Context: an optimization exercise on an open-source flow, tuned for small area, a short achievable clock period and few clock cycles. The choices shown serve that exercise and are no tape-out recipe.
In this exercise RTL edits were held to simulation tests only and were not proved equivalent to the original.

**config.mk**
```make
export PLATFORM = sky130hd
export DESIGN_NAME = fold_codec
export DESIGN_NICKNAME = fold_codec
export VERILOG_FILES = /design/flow/design.v
export SDC_FILE = /design/flow/constraint.sdc
export NUM_CORES = 4
export LEC_CHECK = 0
export CAP_MARGIN = 20
export CORE_MARGIN = 2
export CORE_UTILIZATION = 40
export PLACE_DENSITY = 0.6
export SLEW_MARGIN = 20
```
**run.sh**
```bash
#!/bin/bash
# synth_recipe.tcl (not shown) runs the flow's synth.tcl, then flattens the netlist and writes it again
# the make line also repeats each setting of config.mk as NAME=value (left out here)
make -C /OpenROAD-flow-scripts/flow DESIGN_CONFIG=/design/flow/config.mk WORK_HOME=/design/flow/orfs CLKGATE_MAP_FILE= SYNTH_SCRIPT=/design/flow/synth_recipe.tcl finish
```
**design.v**
```verilog
module fold_enc_lane (
    input  wire        kind,      
    input  wire [7:0]  max_e,     
    input  wire        special,   
    input  wire [15:0] v,         
    output wire [11:0] f          
);
    wire       sign = v[15];
    wire [7:0] e    = v[14:7];
    wire [6:0] frac = v[6:0];
    wire [7:0] sig = (e == 8'd0) ? {1'b0, frac} : {1'b1, frac};
    wire [7:0] ee  = (e == 8'd0) ? 8'd1 : e;
    wire [7:0] add = kind ? 8'd1 : 8'd3;
    wire [7:0] d   = max_e - ee;
    reg [10:0] m;
    reg [7:0]  n;
    reg [16:0] ext;
    reg [7:0]  q;
    reg        g, st;
    always @* begin
        n   = 8'd0;
        ext = 17'd0;
        q   = 8'd0;
        g   = 1'b0;
        st  = 1'b0;
        if (d <= add) begin
            m = {3'b000, sig} << (add - d);
        end else begin
            n   = d - add;
            if (n > 8'd9) n = 8'd9;
            ext = {sig, 9'b0} >> n;
            q   = ext[16:9];
            g   = ext[8];
            st  = |ext[7:0];
            m   = {3'b000, q} + {10'd0, g & (st | q[0])};
        end
    end
    wire is_inf = (e == 8'hFF) && (frac == 7'd0);
    wire [10:0] ones = kind ? 11'h1FF : 11'h7FF;
    wire [10:0] mag  = special ? (is_inf ? ones : 11'd0) : m;
    assign f = kind ? {2'b00, sign, mag[8:0]} : {sign, mag};
endmodule
module fold_dec_lane (
    input  wire        kind,      
    input  wire [7:0]  big_e,     
    input  wire [11:0] f,         
    output reg  [15:0] v          
);
    wire        sign = kind ? f[9] : f[11];
    wire [10:0] m    = kind ? {2'b00, f[8:0]} : f[10:0];
    wire [10:0] ones = kind ? 11'h1FF : 11'h7FF;
    reg [3:0] p;
    integer k;
    always @* begin
        p = 4'd0;
        for (k = 0; k < 11; k = k + 1)
            if (m[k]) p = k[3:0];
    end
    wire signed [10:0] be_raw = $signed({7'd0, p}) + $signed({3'd0, big_e})
                                - (kind ? 11'sd8 : 11'sd10);
    wire [10:0] mn     = m << (4'd10 - p);
    wire [7:0]  sig8   = mn[10:3];
    wire        n_rnd  = mn[2] & ((|mn[1:0]) | sig8[0]);
    wire [15:0] n_word = {1'b0, be_raw[7:0], sig8[6:0]} + {15'd0, n_rnd};
    wire [7:0]  sh_r   = (kind ? 8'd2 : 8'd4) - big_e;   
    wire [7:0]  sh_l   = big_e - (kind ? 8'd2 : 8'd4);   
    wire        right  = big_e < (kind ? 8'd2 : 8'd4);
    wire [14:0] ext    = {m, 4'b0} >> sh_r[2:0];
    wire [10:0] s_q    = ext[14:4];
    wire        s_rnd  = ext[3] & ((|ext[2:0]) | s_q[0]);
    wire [15:0] s_word = right ? ({5'd0, s_q} + {15'd0, s_rnd})
                               : ({5'd0, m} << sh_l[2:0]);
    always @* begin
        if (big_e == 8'hFF)
            v = (m == ones) ? {sign, 15'h7F80} : 16'h7FC0;
        else if (m == 11'd0)
            v = {sign, 15'd0};
        else if (be_raw >= 11'sd255)
            v = {sign, 15'h7F80};
        else if (be_raw >= 11'sd1)
            v = {sign, n_word[14:0]};
        else
            v = {sign, s_word[14:0]};
    end
endmodule
module fold_encoder (
    input  wire         kind,      
    input  wire [255:0] blk,       
    output wire [7:0]   big_e,
    output wire [191:0] field,     
    output wire         special    
);
    reg [7:0] max_e;
    reg       any_ff;
    reg       all_zero;
    integer i;
    always @* begin
        max_e    = 8'd1;
        any_ff   = 1'b0;
        all_zero = 1'b1;
        for (i = 0; i < 16; i = i + 1) begin
            if (blk[16*i+14 -: 8] > max_e) max_e = blk[16*i+14 -: 8];
            if (blk[16*i+14 -: 8] == 8'hFF) any_ff = 1'b1;
            if (blk[16*i+14 -: 15] != 15'd0) all_zero = 1'b0;
        end
    end
    assign special = any_ff;
    assign big_e   = any_ff ? 8'hFF : (all_zero ? 8'd0 : max_e);
    wire [11:0] f [0:15];
    genvar g;
    generate
        for (g = 0; g < 16; g = g + 1) begin : lane
            fold_enc_lane u_lane (
                .kind    (kind),
                .max_e   (max_e),
                .special (any_ff),
                .v       (blk[16*g+15 -: 16]),
                .f       (f[g])
            );
        end
    endgenerate
    reg [191:0] packed_f;
    integer j;
    always @* begin
        packed_f = 192'd0;
        for (j = 0; j < 16; j = j + 1) begin
            if (kind) packed_f[10*j +: 10] = f[j][9:0];
            else      packed_f[12*j +: 12] = f[j];
        end
    end
    assign field = packed_f;
endmodule
module fold_decoder (
    input  wire         kind,      
    input  wire [7:0]   big_e,
    input  wire [191:0] field,
    output wire [255:0] blk        
);
    genvar g;
    generate
        for (g = 0; g < 16; g = g + 1) begin : lane
            wire [11:0] f = kind ? {2'b00, field[10*g +: 10]} : field[12*g +: 12];
            fold_dec_lane u_lane (
                .kind  (kind),
                .big_e (big_e),
                .f     (f),
                .v     (blk[16*g+15 -: 16])
            );
        end
    endgenerate
endmodule
module fold_codec (
    input  wire         clk,
    input  wire         rst,         
    input  wire         in_valid,
    output wire         in_ready,
    input  wire         in_dir,      
    input  wire         in_kind,     
    input  wire [255:0] in_data,
    output reg          out_valid,
    output reg  [255:0] out_data,
    output reg          out_special
);
    assign in_ready = 1'b1;
    wire [7:0]   enc_e;
    wire [191:0] enc_field;
    wire         enc_special;
    wire [255:0] dec_blk;
    fold_encoder u_enc (
        .kind    (in_kind),
        .blk     (in_data),
        .big_e   (enc_e),
        .field   (enc_field),
        .special (enc_special)
    );
    fold_decoder u_dec (
        .kind  (in_kind),
        .big_e (in_data[7:0]),
        .field (in_data[199:8]),
        .blk   (dec_blk)
    );
    always @(posedge clk) begin
        if (rst) begin
            out_valid <= 1'b0;
        end else begin
            out_valid <= in_valid;
        end
        if (in_valid) begin
            if (in_dir) begin
                out_data    <= dec_blk;
                out_special <= 1'b0;
            end else begin
                out_data    <= {56'd0, enc_field, enc_e};
                out_special <= enc_special;
            end
        end
    end
endmodule
```
**constraint.sdc**
```tcl
create_clock -name core_clock -period 45.0 [get_ports {clk}]
set_input_delay 9.0000 -clock core_clock [delete_from_list [all_inputs] [get_ports {clk}]]
set_output_delay 9.0000 -clock core_clock [all_outputs]
set_load 0.01 [all_outputs]
```
==> flow_summary.toml <==
[placement]
place_ws_ns = -2.03
portBuffers = 518
placed_cell_area_sq_um = 93200
place_congestion = 1.11
dpl.hpwl_um = 394000
post-place-cells = 15679

[sta]
hold_viol_final = 0
setup-violations-final = 0
fin_crit_ns = 43.53
drv_slew = 0
clock.fmax_ghz = 0.0230
fin_tns_setup_ns = 0
worst_slack_ns = 1.47
max_slew_margin_pct = 10.8
worst_pin_slew_ns = 1.33
fin_crit_sh_pct = 96.7

[global_route]
antenna_found_initial = 43
use_met3_pct = 12.1
met1_usage_pct = 56.9
grtUsageTotal_pct = 45.6
use_met2_pct = 67.0
grt_pass1_wl_um = 711000
grt_max_degree = 185
top_usage_layer = "met2"
grt_remaining_overflow = 0
grt_pass1_vias = 97435

[hold_path]
hold_path_depth = 1
whs_endpoint = "out_data[2]"
holdCritPathClass = "primary input to register"
worstHoldStart = "in_valid"

[synthesis]
synth_seq_cells = 258
syn_area_sq_um = 83300
synthTopCellsByArea = "edfxtp_1, ha_1, a21oi_1"
synth_flop_cell = "edfxtp_1"
synth_warnings = 4
synth_cell_types = 137
yosysSeqAreaShare_pct = 9.29
avgSynthCellArea_sq_um = 6.57
synth-edff-count = 257
yosys.area.top_type_share_pct = 9.26
syn_nets = 13449
synth_cells = 12674
synth_largest_area_cell = "edfxtp_1"
async_flop_share_pct = 0

[finish]
multi_input_area_sq_um = 71600
final_cells = 15836
seqCellArea_sq_um = 7740
syn_to_final_growth_pct = 15.4
final_common_cell = "nand2_1"
final_area_sq_um = 96200
fillers = 21580
nNetsFinal = 13761
drive_gt1_share_pct = 9.50
layout_common_cells = "nand2_1, nor2_1, a21oi_1"

[clocking]
ctsHoldBuffers = 0
cts-root-buf = "clkbuf_16"
clk_pin_slew_worst_paths_ns = 0.06
htreeDepth = 2
numCtsBuffers = 41
clock_path_buffers = 3
cts.sinks = 258
cts_tree = "done"

[die]
initial_core_util_pct = 40.2
fp.dieW_um = 460
die_y_um = 460
dieArea_sq_um = 212000
row_count = 167
io_pins = 520
fp.coreArea_sq_um = 207000

[route]
drtPass1Iterations = 7
vias = 107735
antenna_left = 0
drcViolationCount = 0
routed_wl_um = 513000
drtIter0Drc = 15169
drt-vias-per-instance = 6.80
wl_per_cell_um = 32.4

[setup_path]
critPathMaxFanout = 14
crit_type = "primary input to register"
worstPathRequired_ns = 45.39
cp_slowest_stage_delay_ns = 0.54
crit_path_start_kind = "primary input"
slowest_stage = "clkdlybuf4s50_1"
cp-end-kind = "register"
crit_arrival_ns = 43.92
crit_top_cell = "ha_1"

[run_status]
status = "finished clean"

[flow_run]
cap_viol_max_count = 0
## worst max-delay path, delay by kind of cell
kind                     cells  cell delay [ns]
AO/OA/AOI/OAI               76            15.12
AND/OR/NAND/NOR             42             6.98
adder cells (fa/ha/maj)     19             5.43
buffers and inverters       28             4.13
multiplexers                10             2.88
XOR/XNOR                     1             0.26
## metal layers
metal | vias to the layer above | routed length [um]
li1 | 47202 | -
met5 | - | 267
met1 | 51182 | 196000
met2 | 7538 | 210000
met3 | 1781 | 61200
met4 | 32 | 45800
## how the worst max path moves through the flow
stage	from	end	slack, ns	depth (start not counted)
after floorplan	in_data[7]	out_data[70]	0.11	182
after global placement	in_data[8]	out_data[152]	-1.58	177
after detailed placement	in_data[8]	out_data[152]	-2.03	175
after CTS	in_data[8]	out_data[112]	0.02	174
after global routing	in_data[8]	out_data[142]	-0.31	191
final	in_data[10]	out_data[52]	1.47	176
## final cells by class
class,instances,area share (%)
well taps,2788,3.63
diodes,31,0.0807
inverters,539,2.12
flip-flops and latches,258,8.04
clock buffers,47,1.11
clock inverters,27,0.368
multi-input cells,11046,74.5
repair buffers,1100,10.2
## cells by family (layout without fill, tap and decap cells)
logic type	Yosys count	count (layout)	synth area share (%)
AO/OA/AOI/OAI	4188	4191	32.0
XOR/XNOR	753	753	7.91
adder cells (fa/ha/maj)	525	525	8.29
buffers and inverters	1374	1713	6.33
flip-flops	258	258	9.29
multiplexers	685	685	8.86
other	1	32	0.00450
AND/OR/NAND/NOR	4890	4891	27.3
## per-stage QoR
stage                     hold slack [ns]  util, %
after detailed placement             9.53     45.0
final                                8.79     46.5
after CTS                            8.78     45.8
after floorplan                      9.07        -
after global routing                 8.81     46.4
after global placement               9.51     45.0
## cell usage after synthesis (100+ instances only)
| library cell | count |
|---|---|
| nor2_1 | 1527 |
| nand2_1 | 1519 |
| a21oi_1 | 1160 |
| o21ai_0 | 1044 |
| clkbuf_1 | 699 |
| inv_1 | 522 |
| mux2i_1 | 507 |
| xnor2_1 | 478 |
| ha_1 | 465 |
| nand3_1 | 399 |
| nor3_1 | 282 |
| xor2_1 | 275 |
| edfxtp_1 | 257 |
| a211oi_1 | 235 |
| a21o_1 | 181 |
| nor4_1 | 158 |
| and2_1 | 157 |
| o211ai_1 | 153 |
| o22ai_1 | 153 |
| a31oi_1 | 151 |
| mux2_2 | 147 |
| and3_1 | 136 |
| nand4_1 | 125 |
| o221ai_1 | 111 |
| nand2b_1 | 106 |
| nor2b_1 | 105 |
| buf_1 | 100 |
## flip-flops by register name (all words and copies together) (netlist names)
signal,flops
out_data,256
out_special,1
out_valid,1
## repair_timing
action	in CTS	in global routing
pin swaps	2	33
resized for setup	15	240
setup endpoints to repair	169	187
setup buffers	6	40
gates cloned	0	6
Testbench counts, summed over its fixed seeds: cycles 6,000.

==> static timing again, ports no longer ideal <==
The results above use ideal ports. As a check the final layout listed here was re-extracted and re-timed, cells and wires unchanged. Step 1, drivers: a clkbuf_16 drives clk and a buf_2 each remaining input, both assumed. Step 2 also shifts input and output timing later by t, the mid clock arrival at the registers, as if the neighbouring blocks saw the same clock. a / b / c = no drivers / after step 1 / after step 2; a / b = the first two.
shift t [ns]: 0.782
slack for setup (ns): 1.472 / 1.534 / 0.752
worst register clock-pin slew, ns: 0.08 / 0.08
worst data-port slew with drivers (ns): 0.18
After both steps this run still meets setup and hold. The setup slack of this run moves by +0.062 ns with the drivers and by -0.720 ns with both steps.
